Source: an optimization exercise on an open RTL-to-GDS flow (aim: small area, a short achievable clock period and few clock cycles per item). Production flows keep margins and buffers that such runs may drop.
Where RTL was checked, it was by simulation tests only, not by an equivalence proof against the original.

==> module kw_unwrap, before the edit <==
module kw_unwrap (
    input  wire         clk,
    input  wire         rst,       
    input  wire         start,     
    input  wire [127:0] kek,       
    input  wire [191:0] wrapped,   
    output wire         busy,
    output wire         done,      
    output wire         ok,        
    output wire [127:0] key        
);
    localparam [63:0] KW_IV = 64'hA6A6A6A6A6A6A6A6;
    reg         busy_r;
    reg         done_r;
    reg         kexp;     
    reg         first;    
    reg         step12;   
    reg [3:0]   rnd;      
    reg [3:0]   t;        
    reg [127:0] st;       
    reg [63:0]  ro;       
    reg [127:0] rk;       
    reg [127:0] kl;       
    wire accept = start && !busy_r;
    genvar gb, gc, gr;
    wire last   = !kexp && (rnd == 4'd0);
    assign busy = busy_r;
    assign done = done_r;
    assign ok   = (st[127:64] == KW_IV);
    assign key  = {st[63:0], ro};
    wire [31:0]  w0 = rk[127:96];
    wire [31:0]  w1 = rk[95:64];
    wire [31:0]  w2 = rk[63:32];
    wire [31:0]  w3 = rk[31:0];
    wire [31:0]  v3 = w3 ^ w2;    
    wire [31:0]  v2 = w2 ^ w1;
    wire [31:0]  v1 = w1 ^ w0;
    wire [31:0]  rot = {v3[23:0], v3[31:24]};
    wire [31:0]  sw_out;
    generate
        for (gb = 0; gb < 4; gb = gb + 1) begin : g_sbox
            aes_sbox u_sbox (.a(rot[8*gb +: 8]), .y(sw_out[8*gb +: 8]));
        end
    endgenerate
    wire [9:0]   rd = {rnd == 4'd9, rnd == 4'd8, rnd == 4'd7, rnd == 4'd6, rnd == 4'd5,
                       rnd == 4'd4, rnd == 4'd3, rnd == 4'd2, rnd == 4'd1, rnd == 4'd0};
    wire [7:0]   rcon = {rd[7], rd[6], rd[5] | rd[9], rd[4] | rd[8] | rd[9],
                         rd[3] | rd[8], rd[2] | rd[9], rd[1] | rd[8] | rd[9], rd[0] | rd[8]};
    wire [31:0]  rc  = {rcon, 24'h000000};
    wire         fin = kexp && (rnd == 4'd9);    
    wire [31:0]  e0  = w0 ^ rc;
    wire [31:0]  n0;                              
    wire [127:0] key_step;                        
    wire [31:0]  e1  = v1 ^ (rc & {32{kexp}});
    wire [31:0]  e2  = v2 ^ (e0 & {32{kexp}});
    wire [31:0]  e3  = v3 ^ ((v2 ^ e0) & {32{fin}});
    generate
        for (gb = 0; gb < 32; gb = gb + 1) begin : g_kstep
            sx2 u_n0 (.a(e0[gb]), .b(sw_out[gb]), .y(n0[gb]));
            skx u_n1 (.a(e1[gb]), .g(kexp), .s(sw_out[gb]), .y(key_step[64 + gb]));
            skx u_n2 (.a(e2[gb]), .g(kexp), .s(sw_out[gb]), .y(key_step[32 + gb]));
            skx u_n3 (.a(e3[gb]), .g(fin),  .s(sw_out[gb]), .y(key_step[gb]));
        end
    endgenerate
    assign key_step[127:96] = n0;
    wire [127:0] key_prev = {n0, v1, v2, v3};
    wire [127:0] blk = (step12 ? {kl[127:64] ^ 64'd12, kl[63:0]}
                               : {st[127:64] ^ {60'd0, t}, ro}) ^ rk;
    wire [127:0] imc;
    generate
        for (gc = 0; gc < 4; gc = gc + 1) begin : g_imc
            aes_inv_mixcol u_imc (.c(st[32*gc +: 32]), .y(imc[32*gc +: 32]));
        end
    endgenerate
    wire [127:0] x = first ? blk : imc;
    wire [127:0] isr;
    generate
        for (gc = 0; gc < 4; gc = gc + 1) begin : g_col
            for (gr = 0; gr < 4; gr = gr + 1) begin : g_row
                assign isr[127 - 8*(gr + 4*((gc + gr) % 4)) -: 8] =
                       x[127 - 8*(gr + 4*gc) -: 8];
            end
        end
    endgenerate
    wire [127:0] isb;
    generate
        for (gb = 0; gb < 16; gb = gb + 1) begin : g_isbox
            aes_inv_sbox u_isbox (.a(isr[8*gb +: 8]), .y(isb[8*gb +: 8]));
        end
    endgenerate
    wire [127:0] ark = isb ^ key_prev;
    always @(posedge clk) begin
        if (rst) begin
            busy_r <= 1'b0;
            done_r <= 1'b0;
            kexp   <= 1'b0;
            first  <= 1'b0;
            step12 <= 1'b0;
        end else begin
            done_r <= 1'b0;
            if (accept) begin
                busy_r <= 1'b1;
                kexp   <= 1'b1;
                first  <= 1'b0;
                step12 <= 1'b1;
                rnd    <= 4'd0;
                t      <= 4'd12;
            end else if (busy_r) begin
                if (kexp) begin
                    if (rnd == 4'd9) begin
                        kexp  <= 1'b0;
                        first <= 1'b1;
                    end else begin
                        rnd <= rnd + 4'd1;
                    end
                end else begin
                    first <= (rnd == 4'd0) && (t != 4'd1);
                    if (rnd == 4'd0) begin
                        rnd    <= 4'd9;
                        t      <= t - 4'd1;
                        step12 <= 1'b0;
                        if (t == 4'd1) begin
                            busy_r <= 1'b0;
                            done_r <= 1'b1;
                        end
                    end else begin
                        rnd <= rnd - 4'd1;
                    end
                end
            end
        end
    end
    always @(posedge clk) begin
        if (accept)
            rk <= {kek[127:32], kek[63:32] ^ kek[31:0]};
        else if (last)
            rk <= kl;
        else
            rk <= key_step;
    end
    always @(posedge clk) begin
        if (accept)
            kl <= {wrapped[191:128], wrapped[63:0]};
        else if (first && step12)
            kl <= rk;
    end
    always @(posedge clk) begin
        st <= ark;
        if (accept)
            ro <= wrapped[127:64];
        else if (first && !step12)
            ro <= st[63:0];
    end
endmodule
export LEC_CHECK = 0
export CAP_MARGIN = 20
export CORE_MARGIN = 2
export CORE_UTILIZATION = 25
export SETUP_SLACK_MARGIN = 1.5
export SLEW_MARGIN = 20
export SYNTH_HIERARCHICAL = 1
create_clock -name core_clock -period 8.0 [get_ports {clk}]
standard.sh (not shown) runs the stock make flow with config.mk's settings and CLKGATE_MAP_FILE= SYNTH_SCRIPT=/design/flow/synth_recipe.tcl, a recipe that flattens the netlist after the stock synthesis.
==> flow/flow/run.sh <==
#!/bin/bash
# The standard layout (the standard.sh: ORFS synthesis to finish), with
# two changes in how it is made:
#  - the port buffers that global placement inserts on every input and
#    output are the smallest buffer (buf_1) instead of clkdlybuf4s50_1;
#  - clock tree synthesis inserts no dummy loads.
# ORFS writes each step's full log under orfs/logs/; make's own output goes
# to flow.log here.
set -euo pipefail
export BUFFER_PORTS_ARGS="-buffer_cell sky130_fd_sc_hd__buf_1"
export CTS_ARGS="-sink_clustering_enable -repair_clock_nets -dont_use_dummy_load"
bash standard.sh finish > flow.log 2>&1
Next try:
--- a/flow/design.v
+++ b/flow/design.v
@@ -553,23 +553,12 @@
                        rnd == 4'd4, rnd == 4'd3, rnd == 4'd2, rnd == 4'd1, rnd == 4'd0};
     wire [7:0]   rcon = {rd[7], rd[6], rd[5] | rd[9], rd[4] | rd[8] | rd[9],
                          rd[3] | rd[8], rd[2] | rd[9], rd[1] | rd[8] | rd[9], rd[0] | rd[8]};
-    wire [31:0]  rc  = {rcon, 24'h000000};
+    wire [31:0]  temp = sw_out ^ {rcon, 24'h000000};
+    wire [31:0]  n0 = w0 ^ temp;
     wire         fin = kexp && (rnd == 4'd9);    
-    wire [31:0]  e0  = w0 ^ rc;
-    wire [31:0]  n0;                              
-    wire [127:0] key_step;                        
-    wire [31:0]  e1  = v1 ^ (rc & {32{kexp}});
-    wire [31:0]  e2  = v2 ^ (e0 & {32{kexp}});
-    wire [31:0]  e3  = v3 ^ ((v2 ^ e0) & {32{fin}});
-    generate
-        for (gb = 0; gb < 32; gb = gb + 1) begin : g_kstep
-            sx2 u_n0 (.a(e0[gb]), .b(sw_out[gb]), .y(n0[gb]));
-            skx u_n1 (.a(e1[gb]), .g(kexp), .s(sw_out[gb]), .y(key_step[64 + gb]));
-            skx u_n2 (.a(e2[gb]), .g(kexp), .s(sw_out[gb]), .y(key_step[32 + gb]));
-            skx u_n3 (.a(e3[gb]), .g(fin),  .s(sw_out[gb]), .y(key_step[gb]));
-        end
-    endgenerate
-    assign key_step[127:96] = n0;
+    wire [31:0]  n2 = v2 ^ n0;
+    wire [127:0] key_step = {n0, v1 ^ (temp & {32{kexp}}), v2 ^ (n0 & {32{kexp}}),
+                             v3 ^ (n2 & {32{fin}})};
     wire [127:0] key_prev = {n0, v1, v2, v3};
     wire [127:0] blk = (step12 ? {kl[127:64] ^ 64'd12, kl[63:0]}
                                : {st[127:64] ^ {60'd0, t}, ro}) ^ rk;
Outcome: Worst setup slack gets worse by 26 ps; utilization climbs by 0.72 points; synthesized cell count drops by about 2%; routed wire length climbs by 2.5%; via count stays flat; final cell count drops by about 2.2%; global-route usage climbs by 1.0 points; area after synthesis drops by about 2.6%; first-iteration DRC count climbs by about 7%; clock-buffer cell count climbs by 2; worst hold slack gets worse by 7.7 ps; clock skew climbs by 27 ps; register-to-register slack gets worse by 30 ps.
Testbench counts after the change, summed over its fixed seeds: cycles 67,072, items 512.
Function not checked in the first run of this note: the RTL went through the layout flow alone.

[port drivers added, routing unchanged]
Ports are ideal in the flow. The routed layouts listed here were re-timed in OpenROAD. Step 1 assumes that a clkbuf_16 drives the clock port and a buf_2 every other input. Step 2 also shifts input and output timing later by t, the mid clock arrival at the registers, as if the neighbouring blocks saw the same clock. Three values: ideal, step 1, step 2; two values: the first two.
| run | t, ns | slack for setup (ns) | hold WS [ns] | worst setup path at the end | pins driven straight from the clock port |
|---|---|---|---|---|---|
| the first run | 0.786 | 1.625 / 1.625 / 1.625 | 0.538 / 0.538 / 0.538 | register to register | 1 |
| the second run | 0.772 | 1.599 / 1.599 / 1.599 | 0.530 / 0.530 / 0.530 | register to register | 1 |
After both steps every run listed still meets setup and hold.
